Source: an optimization exercise on an open RTL-to-GDS flow (aim: small area, a short achievable clock period and few clock cycles per item). Production flows keep margins and buffers that such runs may drop. The RTL was checked by simulation tests, not by an equivalence proof against the original design.

--- flow/config.mk ---
export PLATFORM = sky130hd
export DESIGN_NAME = sha256_engine
export DESIGN_NICKNAME = sha256_engine
export VERILOG_FILES = /design/flow/design.v
export SDC_FILE = /design/flow/constraint.sdc
export NUM_CORES = 4
export LEC_CHECK = 0
export CAP_MARGIN = 20
export CORE_MARGIN = 2
export CORE_UTILIZATION = 60
export CTS_CLUSTER_DIAMETER = 150
export CTS_CLUSTER_SIZE = 20
export SLEW_MARGIN = 20
--- flow/constraint.sdc ---
create_clock -name core_clock -period 20.0 [get_ports {clk}]
set_input_delay 4.0000 -clock core_clock [delete_from_list [all_inputs] [get_ports {clk}]]
set_output_delay 4.0000 -clock core_clock [all_outputs]
set_load 0.01 [all_outputs]
--- flow/design.v ---
module sha256_engine (
    input  wire         clk,
    input  wire         rst,         
    input  wire         msg_valid,
    output reg          msg_ready,
    input  wire [31:0]  msg_data,
    input  wire         msg_first,
    output reg          dig_valid,
    output wire [255:0] dig_data
);
    localparam [1:0] S_WAIT = 2'd0,   
                     S_RUN  = 2'd2,   
                     S_FF   = 2'd3;   
    localparam [31:0] IV0 = 32'h6a09e667, IV1 = 32'hbb67ae85,
                      IV2 = 32'h3c6ef372, IV3 = 32'ha54ff53a,
                      IV4 = 32'h510e527f, IV5 = 32'h9b05688c,
                      IV6 = 32'h1f83d9ab, IV7 = 32'h5be0cd19;
    localparam [2047:0] KT1 = {
        32'h428a2f98, 32'hc67178f2, 32'hbef9a3f7, 32'ha4506ceb,
        32'h90befffa, 32'h8cc70208, 32'h84c87814, 32'h78a5636f,
        32'h748f82ee, 32'h682e6ff3, 32'h5b9cca4f, 32'h4ed8aa4a,
        32'h391c0cb3, 32'h34b0bcb5, 32'h2748774c, 32'h1e376c08,
        32'h19a4c116, 32'h106aa070, 32'hf40e3585, 32'hd6990624,
        32'hd192e819, 32'hc76c51a3, 32'hc24b8b70, 32'ha81a664b,
        32'ha2bfe8a1, 32'h92722c85, 32'h81c2c92e, 32'h766a0abb,
        32'h650a7354, 32'h53380d13, 32'h4d2c6dfc, 32'h2e1b2138,
        32'h27b70a85, 32'h14292967, 32'h06ca6351, 32'hd5a79147,
        32'hc6e00bf3, 32'hbf597fc7, 32'hb00327c8, 32'ha831c66d,
        32'h983e5152, 32'h76f988da, 32'h5cb0a9dc, 32'h4a7484aa,
        32'h2de92c6f, 32'h240ca1cc, 32'h0fc19dc6, 32'hefbe4786,
        32'he49b69c1, 32'hc19bf174, 32'h9bdc06a7, 32'h80deb1fe,
        32'h72be5d74, 32'h550c7dc3, 32'h243185be, 32'h12835b01,
        32'hd807aa98, 32'hab1c5ed5, 32'h923f82a4, 32'h59f111f1,
        32'h3956c25b, 32'he9b5dba5, 32'hb5c0fbcf, 32'h71374491
    };
    reg  [1:0]   st;
    reg  [5:0]   t;             
    reg  [6:0]   sc;            
    reg          free;          
    reg          fst_cur;       
    reg          hiv;           
    reg  [31:0]  w [0:15];      
    reg  [31:0]  a, b, c, d, e, f, g, hh;
    reg  [31:0]  kr;            
    reg  [31:0]  ha [0:4];      
    reg  [31:0]  he [0:4];      
    reg          run;           
    reg          ff;            
    reg          sched;         
    reg          hstep;         
    reg          take0;         
    wire xfer   = msg_valid & msg_ready;
    wire ivload = xfer & take0 & (msg_first | hiv);
    wire [31:0] w1  = w[1];
    wire [31:0] w14 = w[14];
    wire [31:0] s0w = {w1[6:0], w1[31:7]} ^ {w1[17:0], w1[31:18]} ^ (w1 >> 3);
    wire [31:0] s1w = {w14[16:0], w14[31:17]} ^ {w14[18:0], w14[31:19]} ^ (w14 >> 10);
    wire [31:0] w_next = s1w + w[9] + s0w + w[0];
    wire [31:0] wt     = w[15];
    wire [31:0] big_s1 = {e[5:0], e[31:6]} ^ {e[10:0], e[31:11]} ^ {e[24:0], e[31:25]};
    wire [31:0] big_s0 = {a[1:0], a[31:2]} ^ {a[12:0], a[31:13]} ^ {a[21:0], a[31:22]};
    wire [31:0] ch     = (e & f) ^ (~e & g);
    wire [31:0] maj    = (a & b) ^ (a & c) ^ (b & c);
    wire [31:0] k_s  = hh ^ kr ^ wt;
    wire [31:0] k_c  = ((hh & kr) | (hh & wt) | (kr & wt)) << 1;
    wire [31:0] aa_s = k_s ^ k_c ^ ch;
    wire [31:0] aa_c = ((k_s & k_c) | (k_s & ch) | (k_c & ch)) << 1;
    wire [31:0] ea_s = aa_s ^ aa_c ^ d;
    wire [31:0] ea_c = ((aa_s & aa_c) | (aa_s & d) | (aa_c & d)) << 1;
    wire [31:0] eb_s = ea_s ^ ea_c ^ big_s1;
    wire [31:0] eb_c = ((ea_s & ea_c) | (ea_s & big_s1) | (ea_c & big_s1)) << 1;
    wire [31:0] ab_s = big_s0 ^ big_s1 ^ maj;
    wire [31:0] ab_c = ((big_s0 & big_s1) | (big_s0 & maj) | (big_s1 & maj)) << 1;
    wire [31:0] ac_s = aa_s ^ aa_c ^ ab_s;
    wire [31:0] ac_c = ((aa_s & aa_c) | (aa_s & ab_s) | (aa_c & ab_s)) << 1;
    wire [31:0] ad_s = ac_s ^ ac_c ^ ab_c;
    wire [31:0] ad_c = ((ac_s & ac_c) | (ac_s & ab_c) | (ac_c & ab_c)) << 1;
    wire [31:0] a_rnd  = ad_s + ad_c;
    wire [31:0] e_rnd  = eb_s + eb_c;
    reg  [31:0] iva, ive;
    always @(*) begin
        case (t[1:0])
            2'd0: begin iva = IV0; ive = IV4; end    
            2'd1: begin iva = IV3; ive = IV7; end    
            2'd2: begin iva = IV2; ive = IV6; end    
            default: begin iva = IV1; ive = IV5; end  
        endcase
    end
    wire [31:0] sum_a = (fst_cur ? iva : ha[4]) + a;
    wire [31:0] sum_e = (fst_cur ? ive : he[4]) + e;
    assign dig_data = {ha[0], ha[1], ha[2], ha[3], he[0], he[1], he[2], he[3]};
    integer i;
    reg [1:0] st_n;
    reg [5:0] t_n;
    reg [6:0] sc_n;
    reg       free_n;
    always @(*) begin
        st_n   = st;
        t_n    = t;
        sc_n   = (sc == 7'd79) ? 7'd0 : sc + 7'd1;
        free_n = free & ~xfer;
        case (st)
            S_RUN: begin
                t_n = t + 6'd1;
                if (t == 6'd63)
                    st_n = S_FF;
                else if (t <= 6'd14 && !xfer)
                    st_n = S_WAIT;
            end
            S_FF: st_n = xfer ? S_RUN : S_WAIT;
            default: if (xfer) st_n = S_RUN;   
        endcase
        if (st_n == S_WAIT && st != S_WAIT)
            sc_n = 7'd0;
        if (free_n)
            sc_n = 7'd79;
        if (rst) begin
            st_n   = S_WAIT;
            t_n    = 6'd0;
            free_n = 1'b1;
            sc_n   = 7'd79;
        end
    end
    wire run_n = (st_n == S_RUN);
    always @(posedge clk) begin
        st      <= st_n;
        t       <= t_n;
        sc      <= sc_n;
        free    <= free_n;
        run     <= run_n;
        ff      <= (st_n == S_FF);
        sched   <= run_n & (t_n >= 6'd15) & (t_n <= 6'd62);
        hstep   <= (run_n & (t_n >= 6'd61)) | (st_n == S_FF);
        take0   <= (st_n == S_FF) | ((st_n == S_WAIT) & (t_n == 6'd0));
        msg_ready <= (run_n & (t_n <= 6'd14)) | (st_n == S_FF) |
                     ((st_n == S_WAIT) & (sc_n == 7'd79));
        dig_valid <= ~rst & ff;
        if (xfer & take0)
            fst_cur <= msg_first | hiv;
        if (rst)
            hiv <= 1'b1;
        else if (xfer & take0)
            hiv <= 1'b0;
        if (rst || ff)
            kr <= 32'h428a2f98;          
        else if (run)
            kr <= KT1[{t, 5'd0} +: 32];
    end
    always @(posedge clk) begin
        for (i = 0; i < 15; i = i + 1)
            w[i] <= w[i+1];
        w[15] <= sched ? w_next : xfer ? msg_data : w[0];
    end
    always @(posedge clk) begin
        ha[0] <= hstep ? sum_a : ha[4];
        he[0] <= hstep ? sum_e : he[4];
        for (i = 1; i < 5; i = i + 1) begin
            ha[i] <= ha[i-1];
            he[i] <= he[i-1];
        end
    end
    always @(posedge clk) begin
        if (ivload) begin
            {a, b, c, d, e, f, g, hh} <= {IV0, IV1, IV2, IV3, IV4, IV5, IV6, IV7};
        end else if (ff) begin
            {a, b, c, d} <= {sum_a, ha[0], ha[1], ha[2]};
            {e, f, g, hh} <= {sum_e, he[0], he[1], he[2]};
        end else begin
            hh <= g;
            g  <= f;
            f  <= e;
            e  <= run ? e_rnd : d;
            d  <= c;
            c  <= b;
            b  <= a;
            a  <= run ? a_rnd : hh;
        end
    end
endmodule
--- flow/flow/run.sh ---
#!/bin/bash
# The standard layout, with two changes to how it is made:
#  - timing repair aims at a setup slack margin far above zero, so that the
#    resizer works on the paths that set the achieved period;
#  - the port buffers that the standard flow puts on every input and output
#    are buf_1 cells.
# The clock, constraints and every step are otherwise the standard ones.
set -o pipefail
bash standard.sh SETUP_SLACK_MARGIN=14.5 \
    "BUFFER_PORTS_ARGS=-buffer_cell sky130_fd_sc_hd__buf_1" finish > standard.log 2>&1
--- flow/standard.sh ---
#!/bin/bash
# synth_recipe.tcl (not shown) runs the flow's synth.tcl, then flattens the netlist and writes it again
# the make line also repeats each setting of config.mk as NAME=value (left out here)
make -C /OpenROAD-flow-scripts/flow DESIGN_CONFIG=/design/flow/config.mk WORK_HOME=/design/flow/orfs CLKGATE_MAP_FILE= SYNTH_SCRIPT=/design/flow/synth_recipe.tcl "${@:-finish}"
==> results of run 1 <==
state kept, by name, summed over array words and instances, names as in the netlist, 2 cells and up:
signal / flops
c: 32
t: 6
b: 32
ha: 160
st: 2
kr: 32
d: 32
a: 32
sc: 7
f: 32
w: 512
he: 160
e: 32
hh: 32
g: 32
cell families (layout without fill, tap and decap cells):
group | count (synthesis) | after routing | share of synthesized area [%]
simple gates | 935 | 937 | 8.24
flops | 1145 | 1145 | 45.9
xor+xnor | 420 | 420 | 7.37
other cells | 0 | 2 | 0
mux | 315 | 315 | 6.50
buf+inv | 633 | 802 | 4.76
fa+ha+maj | 437 | 437 | 14.7
compound gates | 981 | 981 | 12.5
worst max-delay path by stage:
stage | startpoint | to | slack [ns] | depth (start not counted)
after global routing | e[23]$_SDFF_PP0_ | a[30]$_SDFF_PP1_ | 14.45 | 16
after floorplan | msg_valid | a[3]$_SDFF_PP0_ | 14.60 | 7
final | msg_first | a[29]$_SDFF_PP1_ | 14.58 | 6
after global placement | msg_valid | e[20]$_SDFF_PP0_ | 13.08 | 6
after CTS | msg_valid | e[20]$_SDFF_PP0_ | 14.31 | 6
after detailed placement | msg_valid | e[20]$_SDFF_PP0_ | 13.02 | 6
final cells by class:
type                    count  area, sq um
clock inverters             8          196
flip-flops and latches   1145        23000
inverters                 394         1480
multi-input cells        3090        24800
diodes                      2         5.00
clock buffers              70         1690
fillers                  6662        28400
well taps                1070         1340
repair buffers            330         1410
timing repair:
item                       in CTS  in global routing
setup endpoints to repair     166                118
resized for setup              18                 36
setup buffers                   0                  7
cloned                          1                  1
pin swaps                       1                  9
metal layers:
layer,GRT usage [%],part of all wire [%]
met1,49.2,42
met2,55.8,44
met3,6.00,8.5
met4,15.6,5.0
met5,0,0.0084
stage by stage:
stage | worst slack, ns | cell area [sq um] | hold WS [ns]
final | 14.58 | 53900 | 0.294
after CTS | 14.31 | 53700 | 0.294
after floorplan | 14.60 | 49900 | 0.310
after detailed placement | 13.02 | 51700 | 0.312
after global routing | 14.45 | 53900 | 0.296
after global placement | 13.08 | 51700 | 0.310
cells in the mapped netlist, types with 34 or more instances:
| cell type | n | share of area, % |
|---|---|---|
| xor2_1 | 92 | 1.6 |
| a21o_1 | 72 | 1.1 |
| fa_1 | 252 | 10 |
| nor3_1 | 54 | 0.54 |
| o21ai_0 | 291 | 2.9 |
| nand3_1 | 44 | 0.44 |
| mux2_2 | 40 | 0.90 |
| o211ai_1 | 46 | 0.69 |
| a21oi_1 | 243 | 2.4 |
| nor2_1 | 289 | 2.2 |
| inv_1 | 390 | 2.9 |
| clkbuf_1 | 206 | 1.5 |
| ha_1 | 171 | 4.3 |
| nand2_1 | 375 | 2.8 |
| nor2b_1 | 34 | 0.43 |
| mux2i_1 | 271 | 5.4 |
| xnor2_1 | 328 | 5.8 |
| dfxtp_1 | 1144 | 46 |
| a211oi_1 | 65 | 0.98 |
==> reports/metrics.yaml, run 1 <==
outcome: "finished clean"
die_x_um: 292
crit_slowest_cell: "nor2_1"
syn_nets: 5325
tightest_slew_ns: 1.10
initial_core_util_pct: 60.7
yosysWarnings: 4
antenna_found_initial: 4
crit_required_ns: 20.53
layout_min_cycle_time_ns: 5.42
synthCells: 4866
hpwl_mm: 119
crit_path_end_kind: "flop"
arrival_ns: 5.96
r2r_end: "a[31]$_SDFF_PP0_"
worst-path-max-fanout: 58
finalCritPeriodShare_pct: 27.1
setup-tns-final_ns: 0
dieArea_sq_um: 85500
fin_cells: 6109
grt_max_degree: 129
drv_cap: 0
rsz0062_at_grt: "true"
synth_area_sq_um: 49900
ctsHoldBuffers: 0
synth-async-reset-ratio_pct: 0
cp-start-kind: "primary input"
antenna_left: 0
viasPerCell: 5.89
synth_flop_cell: "dfxtp_1"
rows: 105
dr.pass1.iters: 6
path_buf_inv: 2
grt_use_total_pct: 35.7
hold_depth: 0
timing.critical_path.max_delay_family: "simple AND/OR/NAND/NOR gates"
gr-total-overflow: 0
min-delay-start: "w[12][20]$_DFF_P_"
dr_total_vias: 35952
synth-seq-area-share_pct: 45.9
cts_buffer_depth: 3
grt_pass1_vias: 34700
reg2reg_slack_ns: 14.63
layout_commonest_cell: "dfxtp_1"
skew_ns: 0.0636
synthToLayoutAreaGrowth_pct: 7.93
synth-seq-cells: 1145
finalMaxSlewViolations: 0
dieHeight_um: 292
cts_tree: "built"
final_cell_mix: "dfxtp_1 (1128), inv_1 (390), nand2_1 (372)"
clock_latency_ns: 0.69
cts_htree_levels: 3
dpl.cell_count: 6020
crit_type: "primary input to flop"
hold_viol_final: 0
worstPathCellList: "buf_1 > or2_2 > and2_4 > buf_12 > nor2_1 > a32oi_1"
nets: 5487
port_buffers: 293
routedWlPerCell_um: 25.4
slowest_delay_ns: 0.61
r2r_cells: 17
timing.rr.start: "e[0]$_SDFF_PP1_"
drc: 0
clock.fmax_ghz: 0.184
whs_endpoint: "w[11][20]$_DFF_P_"
setup_viol_count_final: 0
yosys.cell_types.count: 92
post-route-util_pct: 65.5
clk_pin_slew_worst_paths_ns: 0.09
synth_area_per_cell_sq_um: 10.3
grt_pass1_wl_mm: 226
hp-class: "flop to flop"
numCtsBuffers: 67
drive_gt1_share_pct: 4.88
io_pins: 294
core_sq_um: 82200
drt-total-wl_mm: 155
cts.sinks: 1145
synth-edff-count: 1
slew_headroom_pct: 26.6
drtIter0Drc: 3278
clock-root-buffer: "clkbuf_16"
gp_congestion: 1.00
Testbench counts, summed over its fixed seeds: cycles 104,016, items 1,600.
==> run 2, diff against run 1 <==
--- a/flow/flow/run.sh
+++ b/flow/flow/run.sh
@@ -7,4 +7,4 @@
 # The clock, constraints and every step are otherwise the standard ones.
 set -o pipefail
-bash standard.sh SETUP_SLACK_MARGIN=14.5 \
+bash standard.sh SETUP_SLACK_MARGIN=14.7 \
     "BUFFER_PORTS_ARGS=-buffer_cell sky130_fd_sc_hd__buf_1" finish > standard.log 2>&1
==> reports/metrics.yaml, run 2 <==
yosys.cell_types.count: 92  # unchanged
grt_use_total_pct: 35.9  # +0.18 points
slew_headroom_pct: 28.9  # +2.2 points
reg2reg_slack_ns: 14.74  # +0.11 ns
cp-start-kind: "flop"
setup_viol_count_final: 0  # unchanged
top_regs: "w (512), ha (160), he (160)"
synth_common_cells: "dfxtp_1 (1144), inv_1 (390), nand2_1 (375), xnor2_1 (328), o21ai_0 (291)"
clock_latency_ns: 0.68  # about the same
synth-edff-count: 1  # unchanged
dp_slack_ns: 13.00  # -0.0212 ns
syn_nets: 5325  # unchanged
drc: 0  # unchanged
dr_total_vias: 36166  # +0.60%
synth_top_family_by_area: "adder cells"
die_x_um: 292  # unchanged
clock.fmax_ghz: 0.189  # +2.6%
fin_ws_ns: 14.72  # +0.137 ns
timing.critical_path.max_delay_family: "flip-flops"
slowest_delay_ns: 0.47  # -0.14 ns
grt_pass1_vias: 34313  # -1.1%
layout_commonest_cell: "dfxtp_1"
clk_pin_slew_worst_paths_ns: 0.09  # about the same
nets: 5492  # +0.091%
viasPerCell: 5.92  # +0.53%
grt_pass1_wl_mm: 226  # +0.33%
hold_viol_final: 0  # unchanged
synthCells: 4866  # unchanged
gr-total-overflow: 0  # unchanged
yosys.area_share.simple_pct: 8.24  # unchanged
r2r_cells: 17  # unchanged
initial_core_util_pct: 60.7  # unchanged
startpoint: "he[3][11]$_DFF_P_"
synth-seq-area-share_pct: 45.9  # unchanged
postPlaceCellArea_sq_um: 51800  # about the same
largest_reg_flops: 512  # unchanged
min-delay-start: "w[10][16]$_DFF_P_"
synthDominantCellAreaShare_pct: 45.9  # unchanged
post-route-util_pct: 65.9  # +0.38 points
worstPathCellList: "buf_1"
dr.pass1.iters: 9  # +3
antenna_left: 0  # unchanged
synthMuxAreaShare_pct: 6.50  # unchanged
path_buf_inv: 1  # -1
synth_fa_ha_area_share_pct: 14.7  # unchanged
r2r_end: "e[28]$_SDFF_PP1_"
ctsHoldBuffers: 0  # unchanged
synth_flop_cell: "dfxtp_1"
port_buffers: 293  # unchanged
drive_gt1_share_pct: 6.60  # +1.7 points
final_cell_mix: "dfxtp_1 (1085), inv_1 (388), nand2_1 (372)"
drv_cap: 0  # unchanged
synth_compound_area_share_pct: 12.5  # unchanged
hp-class: "flop to flop"
hpwl_mm: 120  # +0.57%
numCtsBuffers: 67  # unchanged
synth-async-reset-ratio_pct: 0  # unchanged
synth_area_per_cell_sq_um: 10.3  # unchanged
crit_required_ns: 16.00  # -4.53 ns
rows: 105  # unchanged
drt-total-wl_mm: 156  # +0.83%
crit_end: "dig_data[11]"
grt_max_degree: 126  # -2.3%
dieHeight_um: 292  # unchanged
synth_xor_xnor_area_share_pct: 7.37  # unchanged
cts.sinks: 1145  # unchanged
tightest_slew_ns: 1.07  # -0.0336 ns
antenna_found_initial: 5  # +1
skew_ns: 0.0474  # -0.0163 ns
synth-seq-cells: 1145  # unchanged
yosysWarnings: 4  # unchanged
synthToLayoutAreaGrowth_pct: 8.55
setup-tns-final_ns: 0  # unchanged
rsz0062_at_grt: "true"
synth.most_common_cell: "dfxtp_1"
routedWlPerCell_um: 25.6  # +0.76%
finalMaxSlewViolations: 0  # unchanged
gp_congestion: 1.03  # +2.4%
io_pins: 294  # unchanged
synth_area_leader_cell: "dfxtp_1"
drtIter0Drc: 3479  # +6.1%
cp.depth: 1  # -5
clock-root-buffer: "clkbuf_16"
finalCritPeriodShare_pct: 26.4  # -0.69 points
dieArea_sq_um: 85500  # unchanged
outcome: "finished clean"
timing.rr.start: "hh[15]$_SDFF_PP1_"
core_sq_um: 82200  # unchanged
crit_type: "flop to primary output"
top_register: "w"
fin_area_sq_um: 54200  # +0.58%
cts_tree: "built"
crit_path_end_kind: "primary output"
worst-path-max-fanout: 2  # -97%
synth_area_leaders: "dfxtp_1 (46%), fa_1 (10%), xnor2_1 (5.8%), mux2i_1 (5.4%), ha_1 (4.3%)"
synth_area_sq_um: 49900  # unchanged
arrival_ns: 1.29  # -4.67 ns
crit_slowest_cell: "dfxtp_1"
cts_buffer_depth: 3  # unchanged
cts_htree_levels: 3  # unchanged
layout_min_cycle_time_ns: 5.29  # -0.137 ns
## run 2: cell counts after synthesis
No cell type changed its count.
## run 2: how the worst min path moves through the flow
stage / end / cells past startpoint
2_1_floorplan: w[10][0]$_DFF_P_ / 0
3_3_place_gp: w[11][24]$_DFF_P_ / 0
3_5_place_dp: w[10][20]$_DFF_P_ / 0
4_1_cts: w[9][16]$_DFF_P_ / 0
5_1_grt: w[9][16]$_DFF_P_ / 0
6_report: w[9][16]$_DFF_P_ / 0
## run 2: layout make-up
type                       instances  area [sq um]
fill                            6628         28100
antenna                            1          2.50
clock inverter                     6           129
sequential                      1145         23000
tap                             1070          1340
clock buffer                      72          1740
timing repair buffer             335          1470
multi-input combinational       3090         25000
inverter                         394          1480
## run 2: kinds of logic (layout without fill, tap and decap cells)
logic type      count (synthesis)  in the layout
buf+inv                       633            807
fa+ha+maj                     437            437
flops                        1145           1145
other cells                     0              1
mux                           315            315
simple gates                  935            937
xor+xnor                      420            420
compound gates                981            981
## run 2: metrics by stage
| stage | std cells | hold WS, ns |
|---|---|---|
| after CTS | 6109 | 0.308 |
| final | 6113 | 0.313 |
| after global placement | 6024 | 0.310 |
| after global routing | 6112 | 0.314 |
| after detailed placement | 6024 | 0.312 |
| after floorplan | 4866 | 0.310 |
## run 2: repair_timing
| item | in CTS | in global routing |
|---|---|---|
| cloned | 2 | 0 |
| pin swaps | 6 | 14 |
| resized for setup | 84 | 68 |
| buffers inserted | 5 | 3 |
| setup endpoints to repair | 204 | 60 |
## run 2: metal layers
layer  vias to the layer above  part of all wire, %  global-route usage [%]
li1                      16586                    -                       -
met1                     17558                   42                    48.9
met2                      1650                   44                    56.4
met3                       370                  8.2                    6.09
met4                         2                  5.3                    16.1
met5                         -               0.0058                       0
==> run 3, diff against run 2 <==
--- a/flow/flow/run.sh
+++ b/flow/flow/run.sh
@@ -7,4 +7,4 @@
 # The clock, constraints and every step are otherwise the standard ones.
 set -o pipefail
-bash standard.sh SETUP_SLACK_MARGIN=14.7 \
+bash standard.sh SETUP_SLACK_MARGIN=14.8 \
     "BUFFER_PORTS_ARGS=-buffer_cell sky130_fd_sc_hd__buf_1" finish > standard.log 2>&1
==> reports/metrics.yaml, run 3 <==
outcome: "finished clean"
antenna_left: 0  # unchanged
synth_area_sq_um: 49900  # unchanged
grt_use_total_pct: 36.3  # +0.38 points
layout_min_cycle_time_ns: 5.20  # -0.0840 ns
dr_total_vias: 36353  # +0.52%
cp-start-kind: "flop"
rows: 105  # unchanged
final_cell_mix: "dfxtp_1 (934), inv_1 (384), nand2_1 (371)"
synth_common_cells: "dfxtp_1 (1144), inv_1 (390), nand2_1 (375), xnor2_1 (328), o21ai_0 (291)"
skew_ns: 0.0371  # -0.0103 ns
routedWlPerCell_um: 25.7  # +0.45%
slew_headroom_pct: 14.5  # -14 points
setup_viol_count_final: 0  # unchanged
clock_latency_ns: 0.67  # about the same
post-route-util_pct: 67.4  # +1.5 points
die_x_um: 292  # unchanged
rsz0062_at_grt: "true"
crit_required_ns: 16.00  # about the same
cts_buffer_depth: 3  # unchanged
gr-total-overflow: 0  # unchanged
hp-class: "flop to flop"
drt-total-wl_mm: 158  # +1.1%
drv_cap: 0  # unchanged
largest_reg_flops: 512  # unchanged
fin_cells: 6154  # +0.67%
synth_area_leader_cell: "dfxtp_1"
io_pins: 294  # unchanged
dpl.cell_count: 6023  # -0.017%
syn_nets: 5325  # unchanged
setup-tns-final_ns: 0  # unchanged
synth-edff-count: 1  # unchanged
dieHeight_um: 292  # unchanged
crit_path_end_kind: "primary output"
cts_htree_levels: 3  # unchanged
synth-async-reset-ratio_pct: 0  # unchanged
synthDominantCellAreaShare_pct: 45.9  # unchanged
synth.most_common_cell: "dfxtp_1"
clk_pin_slew_worst_paths_ns: 0.11  # +0.02 ns
layout_commonest_cell: "dfxtp_1"
synth-seq-cells: 1145  # unchanged
synth_flop_cell: "dfxtp_1"
antenna_found_initial: 5  # unchanged
yosysWarnings: 4  # unchanged
gp_congestion: 1.00  # -2.7%
grt_pass1_vias: 35018  # +2.1%
slowest_delay_ns: 0.42  # -0.05 ns
cts.sinks: 1145  # unchanged
viasPerCell: 5.91  # -0.15%
clock.fmax_ghz: 0.192  # +1.6%
synth_area_per_cell_sq_um: 10.3  # unchanged
timing.critical_path.max_delay_family: "flip-flops"
holdWs_ns: 0.306  # -0.00717 ns
top_register: "w"
numCtsBuffers: 67  # unchanged
core_sq_um: 82200  # unchanged
dr.pass1.iters: 7  # -2
tightest_slew_ns: 1.28  # +0.216 ns
finalMaxSlewViolations: 0  # unchanged
synth-seq-area-share_pct: 45.9  # unchanged
port_buffers: 293  # unchanged
hold_viol_final: 0  # unchanged
crit_slowest_cell: "dfxtp_4"
drtIter0Drc: 3792  # +9.0%
hpwl_mm: 120  # -0.54%
worst-path-max-fanout: 2  # unchanged
worstPathCellList: "buf_6"
initial_core_util_pct: 60.7  # unchanged
crit_type: "flop to primary output"
cts_tree: "built"
clock-root-buffer: "clkbuf_16"
drive_gt1_share_pct: 15.1  # +8.5 points
grt_pass1_wl_mm: 229  # +1.2%
synth_area_leaders: "dfxtp_1 (46%), fa_1 (10%), xnor2_1 (5.8%), mux2i_1 (5.4%), ha_1 (4.3%)"
top_regs: "w (512), ha (160), he (160)"
drc: 0  # unchanged
synthCells: 4866  # unchanged
finalCritPeriodShare_pct: 26.0  # -0.42 points
path_buf_inv: 1  # unchanged
arrival_ns: 1.20  # -0.09 ns
synthToLayoutAreaGrowth_pct: 11.0
ctsHoldBuffers: 0  # unchanged
grt_max_degree: 144  # +14%
dieArea_sq_um: 85500  # unchanged
yosys.cell_types.count: 92  # unchanged
nets: 5532  # +0.73%
## run 3: path summary, 6_finish.rpt
| path | startpoint | end | slack, ns | cells after the start |
|---|---|---|---|---|
| worst max-delay path | he[0][16]$_DFF_P_ | dig_data[112] | 14.80 | 1 |
| worst min register to register | w[12][3]$_DFF_P_ | w[11][3]$_DFF_P_ | 0.31 | 0 |
| worst max register to register | w[15][12]$_DFF_P_ | e[31]$_SDFF_PP0_ | 14.82 | 17 |
| worst min-delay path | w[12][3]$_DFF_P_ | w[11][3]$_DFF_P_ | 0.31 | 0 |
## run 3: logic make-up (layout without fill, tap and decap cells)
family	Yosys count	count (layout)	synth area share (%)
flops	1145	1145	45.9
compound gates	981	981	12.5
simple gates	935	938	8.24
buf+inv	633	845	4.76
fa+ha+maj	437	437	14.7
xor+xnor	420	420	7.37
mux	315	315	6.50
other cells	0	3	0
## run 3: final cells by class
cell class                      count  area, sq um
Fill cell                        6515        26800
Multi-Input combinational cell   3091        25100
Sequential cell                  1145        23300
Timing Repair Buffer              374         2250
Clock buffer                       69         1680
Inverter                          394         1480
Tap cell                         1070         1340
Clock inverter                      8          216
Antenna cell                        3         7.51
## run 3: what timing repair did
| action | 4_1_cts | 5_1_grt |
|---|---|---|
| setup buffers | 35 | 13 |
| pin swaps | 11 | 39 |
| cloned | 2 | 1 |
| endpoints found under the setup margin | 358 | 107 |
| resized for setup | 464 | 171 |
## run 3: through the flow
step	instance area, sq um	setup slack (ns)
detailed placement	51700	13.07
global route	55400	14.72
global placement	51700	13.16
floorplan	49900	14.82
finish	55400	14.80
CTS	54800	14.78
## run 3: routing by layer
layer	track usage, %	share of wire, %	routed length [um]
met4	17.2	5.6	8780
met5	0	0.0082	13
met1	49.2	41	65600
met2	57.0	45	70800
met3	5.91	8.2	13000
==> run 4, diff against run 3 <==
--- a/flow/flow/run.sh
+++ b/flow/flow/run.sh
@@ -7,4 +7,4 @@
 # The clock, constraints and every step are otherwise the standard ones.
 set -o pipefail
-bash standard.sh SETUP_SLACK_MARGIN=14.8 \
+bash standard.sh SETUP_SLACK_MARGIN=14.9 \
     "BUFFER_PORTS_ARGS=-buffer_cell sky130_fd_sc_hd__buf_1" finish > standard.log 2>&1
==> reports/metrics.yaml, run 4 <==
outcome: "finished clean"
dieHeight_um: 292  # unchanged
worst-path-max-fanout: 2  # unchanged
skew_ns: 0.0421  # +0.00495 ns
synth-seq-cells: 1145  # unchanged
drive_gt1_share_pct: 21.0  # +5.9 points
finalCritPeriodShare_pct: 26.1  # +0.088 points
synth-async-reset-ratio_pct: 0  # unchanged
slew_headroom_pct: 32.5  # +18 points
slowest_delay_ns: 0.33  # -0.09 ns
synth-seq-area-share_pct: 45.9  # unchanged
tightest_slew_ns: 1.00  # -0.282 ns
drtIter0Drc: 3686  # -2.8%
synth_xor_xnor_area_share_pct: 7.37  # unchanged
synth_top_family_by_area: "adder cells"
synth_area_leader_cell: "dfxtp_1"
dr_total_vias: 37895  # +4.2%
cts_buffer_depth: 3  # unchanged
drt-total-wl_mm: 168  # +6.2%
setup-tns-final_ns: 0  # unchanged
worstPathCellList: "buf_6 > buf_6"
yosysWarnings: 4  # unchanged
synth_area_sq_um: 49900  # unchanged
initial_core_util_pct: 60.7  # unchanged
grt_pass1_vias: 36536  # +4.3%
grt_use_total_pct: 38.1  # +1.8 points
antenna_found_initial: 11  # +6
synthCells: 4866  # unchanged
syn_nets: 5325  # unchanged
grt_max_degree: 129  # -10%
timing.critical_path.max_delay_family: "flip-flops"
gp_congestion: 0.997  # -0.28%
numCtsBuffers: 67  # unchanged
yosys.cell_types.count: 92  # unchanged
rsz0062_at_grt: "true"
synthToLayoutAreaGrowth_pct: 17.3
clock.fmax_ghz: 0.192  # -0.33%
synthMuxAreaShare_pct: 6.50  # unchanged
rows: 105  # unchanged
crit_path_end_kind: "primary output"
clock-root-buffer: "clkbuf_16"
synth_common_cells: "dfxtp_1 (1144), inv_1 (390), nand2_1 (375), xnor2_1 (328), o21ai_0 (291)"
crit_slowest_cell: "dfxtp_2"
synth_area_leaders: "dfxtp_1 (46%), fa_1 (10%), xnor2_1 (5.8%), mux2i_1 (5.4%), ha_1 (4.3%)"
layout_commonest_cell: "dfxtp_1"
synth_flop_cell: "dfxtp_1"
cts.sinks: 1145  # unchanged
dieArea_sq_um: 85500  # unchanged
top_register: "w"
cts_htree_levels: 3  # unchanged
die_x_um: 292  # unchanged
arrival_ns: 1.22  # +0.02 ns
synth.most_common_cell: "dfxtp_1"
cts_tree: "built"
hp-class: "flop to flop"
drv_cap: 0  # unchanged
routedWlPerCell_um: 26.5  # +3.0%
setup_viol_count_final: 0  # unchanged
viasPerCell: 5.98  # +1.2%
port_buffers: 293  # unchanged
cp-start-kind: "flop"
clk_pin_slew_worst_paths_ns: 0.10  # about the same
synth-edff-count: 1  # unchanged
synth_compound_area_share_pct: 12.5  # unchanged
synth_fa_ha_area_share_pct: 14.7  # unchanged
clock_latency_ns: 0.67  # about the same
finalMaxSlewViolations: 0  # unchanged
hold_viol_final: 0  # unchanged
antenna_left: 0  # unchanged
drc: 0  # unchanged
io_pins: 294  # unchanged
dr.pass1.iters: 9  # +2
top_regs: "w (512), ha (160), he (160)"
cpMostUsedCell: "buf_6"
synth_area_per_cell_sq_um: 10.3  # unchanged
largest_reg_flops: 512  # unchanged
crit_required_ns: 16.00  # about the same
hpwl_mm: 119  # -0.17%
crit_type: "flop to primary output"
grt_pass1_wl_mm: 241  # +5.0%
path_buf_inv: 2  # +1
nets: 5717  # +3.3%
gr-total-overflow: 0  # unchanged
final_cell_mix: "dfxtp_1 (836), inv_1 (381), nand2_1 (371)"
yosys.area_share.simple_pct: 8.24  # unchanged
synthDominantCellAreaShare_pct: 45.9  # unchanged
core_sq_um: 82200  # unchanged
layout_min_cycle_time_ns: 5.22  # +0.0175 ns
==> run 4: worst register-to-register path: stages (launching register included) <==
cell and delay, ns:
dfxtp_4 0.40, inv_4 0.06, fa_1 0.55, inv_2 0.06
fa_2 0.60, inv_2 0.05, fa_1 0.51, inv_2 0.04
fa_1 0.54, ha_2 0.19, inv_2 0.04, fa_2 0.36
nor2b_4 0.16, o31ai_4 0.11, a21oi_4 0.26, o21ai_1 0.14
a21oi_1 0.18, nand2b_1 0.19, a2111oi_1 0.10, a2111oi_1 0.37
a211oi_1 0.07
==> run 4: path summary, 6_finish.rpt <==
check                          start               end  slack (ns)  cells after the start
setup / recovery   msg_ready$_DFF_P_         msg_ready       14.78                      2
hold / removal     w[10][13]$_DFF_P_  w[9][13]$_DFF_P_        0.31                      0
setup reg to reg  kr[1]$_SDFFE_PP0P_  e[25]$_SDFF_PP0_       14.86                     20
hold reg to reg    w[10][13]$_DFF_P_  w[9][13]$_DFF_P_        0.31                      0
==> run 4: cell type report <==
type,count,area (sq um)
tap,1070,1340
antenna,5,12.5
inverter,394,1480
timing repair buffer,557,5110
sequential,1145,23500
clock buffer,70,1690
fill,5900,23700
multi-input combinational,3093,25300
clock inverter,8,171
==> run 4: timing repair <==
| action | in CTS | in global routing |
|---|---|---|
| pin swaps | 10 | 41 |
| endpoints found under the setup margin | 536 | 295 |
| buffers inserted | 185 | 44 |
| gates cloned | 4 | 1 |
| hold buffers | 0 | 0 |
| resized for setup | 887 | 145 |
==> run 4: cell families (layout without fill, tap and decap cells) <==
group                      after synthesis  after routing
DFF                                   1145           1145
xor gates and xnor gates               420            420
AOI/OAI and AO/OA                      981            981
muxes                                  315            315
other                                    0              5
adders and majority gates              437            437
and+or+nand+nor                        935            940
buffers and inverters                  633           1029
==> run 4: metrics by stage <==
| stage | hold WS [ns] | worst slack (ns) | utilization (%) | instance area, sq um | instances |
|---|---|---|---|---|---|
| floorplan | 0.310 | 14.90 | - | 50000 | 4866 |
| global placement | 0.310 | 13.04 | 62.9 | 51800 | 6024 |
| detailed placement | 0.312 | 12.97 | 62.9 | 51800 | 6025 |
| CTS | 0.310 | 14.74 | 70.1 | 57600 | 6292 |
| global route | 0.317 | 14.74 | 71.2 | 58500 | 6337 |
| finish | 0.311 | 14.78 | 71.2 | 58500 | 6342 |
==> run 4: layer usage <==
layer | vias to the layer above | wire, um | GRT usage [%]
li1 | 17048 | - | -
met1 | 18463 | 67400 | 50.5
met2 | 1951 | 77000 | 61.3
met3 | 431 | 14400 | 5.90
met4 | 2 | 9150 | 18.2
met5 | - | 18 | 0
==> run 5, diff against run 4 <==
--- a/flow/design.v
+++ b/flow/design.v
@@ -10,4 +10,5 @@
 );
     localparam [1:0] S_WAIT = 2'd0,   
+                     S_PREP = 2'd1,   
                      S_RUN  = 2'd2,   
                      S_FF   = 2'd3;   
@@ -36,4 +37,7 @@
     reg  [1:0]   st;
     reg  [5:0]   t;             
+    reg          pw0;           
+    reg          w0;            
+    reg          fst_nxt;       
     reg  [6:0]   sc;            
     reg          free;          
@@ -50,6 +54,6 @@
     reg          hstep;         
     reg          take0;         
+    reg          ivload;        
     wire xfer   = msg_valid & msg_ready;
-    wire ivload = xfer & take0 & (msg_first | hiv);
     wire [31:0] w1  = w[1];
     wire [31:0] w14 = w[14];
@@ -57,5 +61,5 @@
     wire [31:0] s1w = {w14[16:0], w14[31:17]} ^ {w14[18:0], w14[31:19]} ^ (w14 >> 10);
     wire [31:0] w_next = s1w + w[9] + s0w + w[0];
-    wire [31:0] wt     = w[15];
+    wire [31:0] wt     = w[14];
     wire [31:0] big_s1 = {e[5:0], e[31:6]} ^ {e[10:0], e[31:11]} ^ {e[24:0], e[31:25]};
     wire [31:0] big_s0 = {a[1:0], a[31:2]} ^ {a[12:0], a[31:13]} ^ {a[21:0], a[31:22]};
@@ -94,8 +98,10 @@
     reg [5:0] t_n;
     reg [6:0] sc_n;
+    reg       pw0_n;
     reg       free_n;
     always @(*) begin
         st_n   = st;
         t_n    = t;
+        pw0_n  = 1'b0;
         sc_n   = (sc == 7'd79) ? 7'd0 : sc + 7'd1;
         free_n = free & ~xfer;
@@ -105,12 +111,35 @@
                 if (t == 6'd63)
                     st_n = S_FF;
-                else if (t <= 6'd14 && !xfer)
-                    st_n = S_WAIT;
-            end
-            S_FF: st_n = xfer ? S_RUN : S_WAIT;
-            default: if (xfer) st_n = S_RUN;   
+                else if (t <= 6'd13 && !xfer) begin
+                    st_n = S_WAIT;           
+                    sc_n = 7'd0;
+                end
+            end
+            S_FF: begin
+                if (!w0) begin
+                    st_n  = S_WAIT;
+                    pw0_n = 1'b1;
+                    sc_n  = 7'd1;
+                end else if (!xfer) begin
+                    st_n = S_WAIT;           
+                    sc_n = 7'd0;
+                end else
+                    st_n = S_RUN;
+            end
+            S_PREP: begin
+                if (!xfer) begin
+                    st_n = S_WAIT;           
+                    sc_n = 7'd0;
+                end else
+                    st_n = S_RUN;
+            end
+            default: begin   
+                pw0_n = pw0;
+                if (xfer) begin
+                    st_n  = pw0 ? S_PREP : S_RUN;
+                    pw0_n = 1'b0;
+                end
+            end
         endcase
-        if (st_n == S_WAIT && st != S_WAIT)
-            sc_n = 7'd0;
         if (free_n)
             sc_n = 7'd79;
@@ -118,29 +147,38 @@
             st_n   = S_WAIT;
             t_n    = 6'd0;
+            pw0_n  = 1'b1;
             free_n = 1'b1;
             sc_n   = 7'd79;
         end
     end
-    wire run_n = (st_n == S_RUN);
+    wire run_n     = (st_n == S_RUN);
+    wire t63       = run & (t == 6'd63);
+    wire fst_nxt_n = (xfer & take0) ? (msg_first | hiv) : fst_nxt;
+    wire w0_n      = t63 & xfer;
     always @(posedge clk) begin
         st      <= st_n;
         t       <= t_n;
         sc      <= sc_n;
+        pw0     <= pw0_n;
         free    <= free_n;
         run     <= run_n;
         ff      <= (st_n == S_FF);
-        sched   <= run_n & (t_n >= 6'd15) & (t_n <= 6'd62);
+        sched   <= run_n & (t_n >= 6'd14) & (t_n <= 6'd61);
         hstep   <= (run_n & (t_n >= 6'd61)) | (st_n == S_FF);
-        take0   <= (st_n == S_FF) | ((st_n == S_WAIT) & (t_n == 6'd0));
-        msg_ready <= (run_n & (t_n <= 6'd14)) | (st_n == S_FF) |
+        take0   <= (run_n & (t_n == 6'd63)) | ((st_n == S_WAIT) & pw0_n);
+        ivload  <= fst_nxt_n & (((st_n == S_FF) & w0_n) | (st_n == S_PREP));
+        msg_ready <= (run_n & ((t_n <= 6'd13) | (t_n == 6'd63))) |
+                     ((st_n == S_FF) & w0_n) | (st_n == S_PREP) |
                      ((st_n == S_WAIT) & (sc_n == 7'd79));
         dig_valid <= ~rst & ff;
-        if (xfer & take0)
-            fst_cur <= msg_first | hiv;
+        w0      <= w0_n;
+        fst_nxt <= fst_nxt_n;
+        if (st == S_FF || st == S_PREP)
+            fst_cur <= fst_nxt;
         if (rst)
             hiv <= 1'b1;
         else if (xfer & take0)
             hiv <= 1'b0;
-        if (rst || ff)
+        if (rst || ff || st == S_PREP)
             kr <= 32'h428a2f98;          
         else if (run)
==> flow/flow/run.sh (replaced) <==
#!/bin/bash
# The standard layout, with two changes to how it is made:
#  - timing repair aims at a setup slack margin far above zero, so that the
#    resizer works on the paths that set the achieved period;
#  - the port buffers that the standard flow puts on every input and output
#    are buf_2 cells.
# The clock, constraints and every step are otherwise the standard ones.
set -o pipefail
bash standard.sh SETUP_SLACK_MARGIN=14.5 \
    "BUFFER_PORTS_ARGS=-buffer_cell sky130_fd_sc_hd__buf_2" finish > standard.log 2>&1
==> reports/metrics.yaml, run 5 <==
synth.most_common_cell: "dfxtp_1"
grt_max_degree: 85  # -34%
top_register: "w"
synth_flop_cell: "dfxtp_1"
die_x_um: 294  # +0.47%
initial_core_util_pct: 60.4  # -0.29 points
synth_common_cells: "dfxtp_1 (1148), nand2_1 (395), inv_1 (389), xnor2_1 (322), nor2_1 (284)"
cts_htree_levels: 3  # unchanged
dieArea_sq_um: 86300  # +0.94%
rsz0062_at_grt: "true"
hpwl_mm: 128  # +7.5%
final_cell_mix: "dfxtp_1 (1114), nand2_1 (394), inv_1 (386)"
numCtsBuffers: 67  # unchanged
skew_ns: 0.0507  # +0.00864 ns
grt_pass1_wl_mm: 238  # -0.91%
clock-root-buffer: "clkbuf_16"
yosys.cell_types.count: 89  # -3.3%
synth-edff-count: 1  # unchanged
top_regs: "w (512), ha (160), he (160)"
yosysWarnings: 4  # unchanged
ctsHoldBuffers: 0  # unchanged
synth-seq-cells: 1149  # +0.35%
clock.fmax_ghz: 0.183  # -4.6%
outcome: "finished clean"
antenna_left: 0  # unchanged
synth_area_sq_um: 50400  # +0.95%
crit_required_ns: 20.61  # +4.61 ns
cts.sinks: 1149  # +0.35%
hold_viol_final: 0  # unchanged
finalCritPeriodShare_pct: 27.3  # +1.3 points
synth-async-reset-ratio_pct: 0  # unchanged
rows: 106  # +0.95%
setup-tns-final_ns: 0  # unchanged
drive_gt1_share_pct: 11.3  # -9.7 points
fin_cells: 6164  # -2.8%
gr-total-overflow: 0  # unchanged
routedWlPerCell_um: 26.9  # +1.5%
synth_area_per_cell_sq_um: 10.3  # about the same
synth-seq-area-share_pct: 45.7  # -0.27 points
drv_cap: 0  # unchanged
antenna_found_initial: 5  # -6
crit_type: "flop to flop"
arrival_ns: 6.08  # +4.86 ns
slew_headroom_pct: 29.8  # -2.6 points
fin_ws_ns: 14.53  # -0.250 ns
worst-path-max-fanout: 4  # +2
layout_commonest_cell: "dfxtp_1"
viasPerCell: 5.97  # about the same
setup_viol_count_final: 0  # unchanged
dr_total_vias: 36825  # -2.8%
synthCells: 4914  # +0.99%
finalMaxSlewViolations: 0  # unchanged
crit_path_end_kind: "flop"
drc: 0  # unchanged
cts_tree: "built"
dp_slack_ns: 13.87  # +0.899 ns
clock_latency_ns: 0.69  # +0.02 ns
grt_use_total_pct: 38.0  # -0.10 points
dpl.cell_count: 6074  # +0.81%
dr.pass1.iters: 8  # -1
cp-start-kind: "flop"
io_pins: 294  # unchanged
largest_reg_flops: 512  # unchanged
cts_buffer_depth: 3  # unchanged
post-route-util_pct: 65.6  # -5.6 points
layout_min_cycle_time_ns: 5.47  # +0.250 ns
tightest_slew_ns: 1.03  # +0.0258 ns
clk_pin_slew_worst_paths_ns: 0.09  # about the same
synth_area_leader_cell: "dfxtp_1"
syn_nets: 5381  # +1.1%
gp_congestion: 1.00  # +0.59%
drtIter0Drc: 3768  # +2.2%
grt_pass1_vias: 35300  # -3.4%
hp-class: "flop to flop"
dieHeight_um: 294  # +0.47%
synthToLayoutAreaGrowth_pct: 8.55
nets: 5535  # -3.2%
drt-total-wl_mm: 166  # -1.3%
core_sq_um: 83400  # +1.4%
synth_area_leaders: "dfxtp_1 (46%), fa_1 (10%), xnor2_1 (5.6%), mux2i_1 (5.2%), ha_1 (4.4%)"
port_buffers: 293  # unchanged
synthDominantCellAreaShare_pct: 45.6  # -0.27 points
[run 5: cell types whose count changed after synthesis, moves of 13 or more]
cell     change
a21oi_1     -13
a21o_1      +20
nand2_1     +20
xor2_1      +15
nand3_1     +18
[run 5: final timing paths]
check	start	endpoint	slack [ns]	cells after the start
min reg2reg	w[10][14]$_DFF_P_	w[9][14]$_DFF_P_	0.30	0
min	w[10][14]$_DFF_P_	w[9][14]$_DFF_P_	0.30	0
max reg2reg	w[14][4]$_DFF_P_	a[30]$_SDFF_PP1_	14.53	16
max	w[14][4]$_DFF_P_	a[30]$_SDFF_PP1_	14.53	16
[run 5: logic make-up (layout without fill, tap and decap cells)]
group	Yosys count	after routing	share of synthesized area, %
and+or+nand+nor	963	963	8.40
other	0	7	0
DFF	1149	1149	45.7
AOI/OAI and AO/OA	967	967	12.2
muxes	318	318	6.73
buffers and inverters	643	806	4.80
adders and majority gates	445	445	14.7
xor gates and xnor gates	429	429	7.46
[run 5: per-layer routing]
| layer | global-route usage (%) | part of all wire (%) | wire length (um) | vias up |
|---|---|---|---|---|
| met1 | 51.6 | 42 | 69000 | 17792 |
| met2 | 57.8 | 43 | 72100 | 1837 |
| met4 | 20.7 | 6.6 | 10900 | 6 |
| li1 | - | - | - | 16754 |
| met3 | 6.50 | 8.3 | 13700 | 436 |
| met5 | 0 | 0.025 | 41 | - |
[run 5: layout make-up]
type	count	area, sq um
Multi-Input combinational cell	3122	25100
Inverter	391	1470
Fill cell	6637	28700
Clock buffer	70	1690
Sequential cell	1149	23100
Timing Repair Buffer	337	1800
Antenna cell	7	17.5
Clock inverter	8	169
Tap cell	1080	1350
[run 5: what timing repair did]
action                                  CTS  global route
setup buffers                             1             4
pin swaps                                 2            10
endpoints found under the setup margin   11            31
resized for setup                         8            51
[run 5: worst max-delay path: stages (launching register included)]
cell and delay, ns:
dfxtp_1 0.49, inv_1 0.15, fa_1 0.52, fa_1 0.51, xnor2_1 0.33, xnor2_1 0.13, fa_1 0.50, inv_1 0.05
ha_1 0.33, nor2b_1 0.17, o31a_1 0.29, o21a_1 0.23, o211ai_1 0.46, o211ai_1 0.27, a31o_2 0.29, a2111oi_1 0.47
o22a_1 0.21
[run 5: per-stage QoR]
stage | area [sq um] | hold slack (ns)
global route | 54700 | 0.315
detailed placement | 52600 | 0.312
finish | 54700 | 0.296
floorplan | 50400 | 0.310
CTS | 54500 | 0.296
global placement | 52600 | 0.310
Testbench counts of run 5, summed over its fixed seeds: cycles 104,024, items 1,600.
==> run 6, diff against run 5 <==
==> flow/flow/run.sh (replaced) <==
#!/bin/bash
# The standard layout, with two changes to how it is made:
#  - timing repair aims at a setup slack margin far above zero, so that the
#    resizer works on the paths that set the achieved period;
#  - the port buffers that the standard flow puts on every input and output
#    are buf_1 cells.
# The clock, constraints and every step are otherwise the standard ones.
set -o pipefail
bash standard.sh SETUP_SLACK_MARGIN=14.5 \
    "BUFFER_PORTS_ARGS=-buffer_cell sky130_fd_sc_hd__buf_1" finish > standard.log 2>&1
==> reports/metrics.yaml, run 6 <==
outcome: "finished with violations"
so_faults: "antenna rules"
setup-tns-final_ns: 0  # unchanged
cp-start-kind: "flop"
port_buffers: 293  # unchanged
antenna_found_initial: 7  # +2
drtIter0Drc: 3878  # +2.9%
timing.rr.start: "kr[1]$_SDFFE_PP0P_"
synth_area_sq_um: 50400  # unchanged
dpl.cell_count: 6072  # -0.033%
slowest_delay_ns: 0.47  # -0.05 ns
grt_use_total_pct: 38.0  # +0.063 points
synth_area_leader_cell: "dfxtp_1"
drv_cap: 0  # unchanged
synth-async-reset-ratio_pct: 0  # unchanged
drive_gt1_share_pct: 5.78  # -5.5 points
register_area_sq_um: 23100  # about the same
final_cell_mix: "dfxtp_1 (1112), nand2_1 (392), inv_1 (384)"
layout_min_cycle_time_ns: 5.47  # -0.00390 ns
worstPathCellList: "buf_1"
synth-edff-count: 1  # unchanged
cts_htree_levels: 3  # unchanged
top_regs: "w (512), ha (160), he (160)"
yosysWarnings: 4  # unchanged
gr-total-overflow: 0  # unchanged
io_pins: 294  # unchanged
min-delay-start: "w[12][4]$_DFF_P_"
antenna_left: 1  # +1
synth-seq-area-share_pct: 45.7  # unchanged
die_x_um: 294  # unchanged
skew_ns: 0.0424  # -0.00835 ns
hpwl_mm: 129  # +0.18%
layout_commonest_cell: "dfxtp_1"
dieArea_sq_um: 86300  # unchanged
dr.pass1.iters: 8  # unchanged
rsz0062_at_grt: "false"
gp_congestion: 0.994  # -0.90%
dp_slack_ns: 13.80  # -0.0751 ns
yosys.cell_types.count: 89  # unchanged
arrival_ns: 1.47  # -4.61 ns
grt_max_degree: 110  # +29%
synthCells: 4914  # unchanged
slew_headroom_pct: 29.7  # -0.13 points
synthDominantCellAreaShare_pct: 45.6  # unchanged
cts_tree: "built"
syn_nets: 5381  # unchanged
dieHeight_um: 294  # unchanged
initial_core_util_pct: 60.4  # unchanged
hold_viol_final: 0  # unchanged
drt-total-wl_mm: 167  # +0.54%
startpoint: "he[0][29]$_DFF_P_"
rows: 106  # unchanged
routedWlPerCell_um: 27.0  # +0.61%
crit_type: "flop to primary output"
crit_path_end_kind: "primary output"
grt_pass1_wl_mm: 239  # +0.22%
synth_flop_cell: "dfxtp_1"
largest_reg_flops: 512  # unchanged
worst-path-max-fanout: 3  # -1
cts_buffer_depth: 3  # unchanged
nets: 5531  # -0.072%
finalCritPeriodShare_pct: 27.3  # about the same
synth_common_cells: "dfxtp_1 (1148), nand2_1 (395), inv_1 (389), xnor2_1 (322), nor2_1 (284)"
n_fill_cell: 6683  # +0.69%
multi_input_area_sq_um: 25200  # +0.23%
timing.critical_path.max_delay_family: "flip-flops"
crit_required_ns: 16.00  # -4.61 ns
clock.fmax_ghz: 0.183  # about the same
synth_area_leaders: "dfxtp_1 (46%), fa_1 (10%), xnor2_1 (5.6%), mux2i_1 (5.2%), ha_1 (4.4%)"
top_register: "w"
clk_pin_slew_worst_paths_ns: 0.08  # about the same
synth-seq-cells: 1149  # unchanged
synth.most_common_cell: "dfxtp_1"
fin_cells: 6160  # -0.065%
setup_viol_count_final: 0  # unchanged
path_buf_inv: 1  # -1
finalMaxSlewViolations: 0  # unchanged
fin_ws_ns: 14.53  # +0.00390 ns
cts.sinks: 1149  # unchanged
clock-root-buffer: "clkbuf_16"
numCtsBuffers: 67  # unchanged
grt_pass1_vias: 35560  # +0.74%
hp-class: "flop to flop"
viasPerCell: 6.01  # +0.60%
dr_total_vias: 37022  # +0.53%
drc: 0  # unchanged
synth_area_per_cell_sq_um: 10.3  # unchanged
core_sq_um: 83400  # unchanged
crit_slowest_cell: "dfxtp_1"
tightest_slew_ns: 1.05  # +0.0284 ns
clock_latency_ns: 0.68  # about the same
synthToLayoutAreaGrowth_pct: 7.87
## run 6: cell counts after synthesis
No cell type changed its count.
## run 6: final cells by class
type / instances / share of cell area, %
tap: 1080 / 2.49
timing repair buffer: 333 / 2.60
sequential: 1149 / 42.5
multi-input combinational: 3122 / 46.3
inverter: 391 / 2.70
antenna: 7 / 0.0322
clock inverter: 8 / 0.242
clock buffer: 70 / 3.14
## run 6: path summary, 6_finish.rpt
path,end,slack [ns],depth (start not counted)
setup / recovery,dig_data[125],14.53,1
setup reg to reg,e[27]$_SDFF_PP0_,14.60,21
hold / removal,w[11][4]$_DFF_P_,0.30,0
hold reg to reg,w[11][4]$_DFF_P_,0.30,0
## run 6: per-layer routing
layer / global-route usage [%] / wire (um)
met5: 0 / 33
met1: 50.9 / 68700
met4: 19.0 / 10500
met2: 59.0 / 73000
met3: 7.30 / 14300
## run 6: timing repair
action	4_1_cts	5_1_grt
setup buffers	1	2
gates resized for setup	11	66
hold buffers	0	0
setup endpoints to repair	15	32
pin swaps	1	10
hold endpoints to repair	0	0
## run 6: cell families after synthesis
kind of cell    share of synthesized area [%]
flops                                    45.7
compound gates                           12.2
buf+inv                                  4.80
mux                                      6.73
simple gates                             8.40
fa+ha+maj                                14.7
xor+xnor                                 7.46
## run 6: per-stage QoR
stage | hold WS [ns] | utilization (%) | area (sq um)
floorplan | 0.310 | - | 50400
global placement | 0.310 | 62.6 | 52200
detailed placement | 0.312 | 62.6 | 52200
CTS | 0.303 | 64.8 | 54100
global route | 0.316 | 65.1 | 54300
finish | 0.304 | 65.2 | 54400

==> re-timing with driven ports <==
How much do the figures lean on ideal ports? The routed layouts below were timed once more, with nothing changed but the port constraints.
Step 1: set_driving_cell puts a clkbuf_16 on clk and a buf_2 on each other input, an assumption about the parent block.
Step 2, shift: input delay + t, output delay - t, t = (earliest + latest rising clock arrival at the registers) / 2. This alone moves slack from input paths to output paths.
Slacks: ideal / step 1 / step 2; pairs: ideal / step 1.
run	t (ns)	setup WS [ns]	hold slack, ns
run 1	0.730	14.578 / 14.534 / 13.895	0.294 / 0.294 / 0.294
run 2	0.727	14.715 / 14.641 / 14.128	0.313 / 0.313 / 0.313
run 3	0.730	14.799 / 14.725 / 14.150	0.306 / 0.306 / 0.306
run 4	0.722	14.782 / 14.709 / 14.318	0.311 / 0.311 / 0.311
run 5	0.744	14.531 / 14.458 / 13.969	0.296 / 0.296 / 0.296
run 6	0.728	14.535 / 14.462 / 13.981	0.304 / 0.304 / 0.304
For run 1, which loses most, drivers alone change the setup slack by -0.044 ns; drivers and shift together by -0.683 ns.
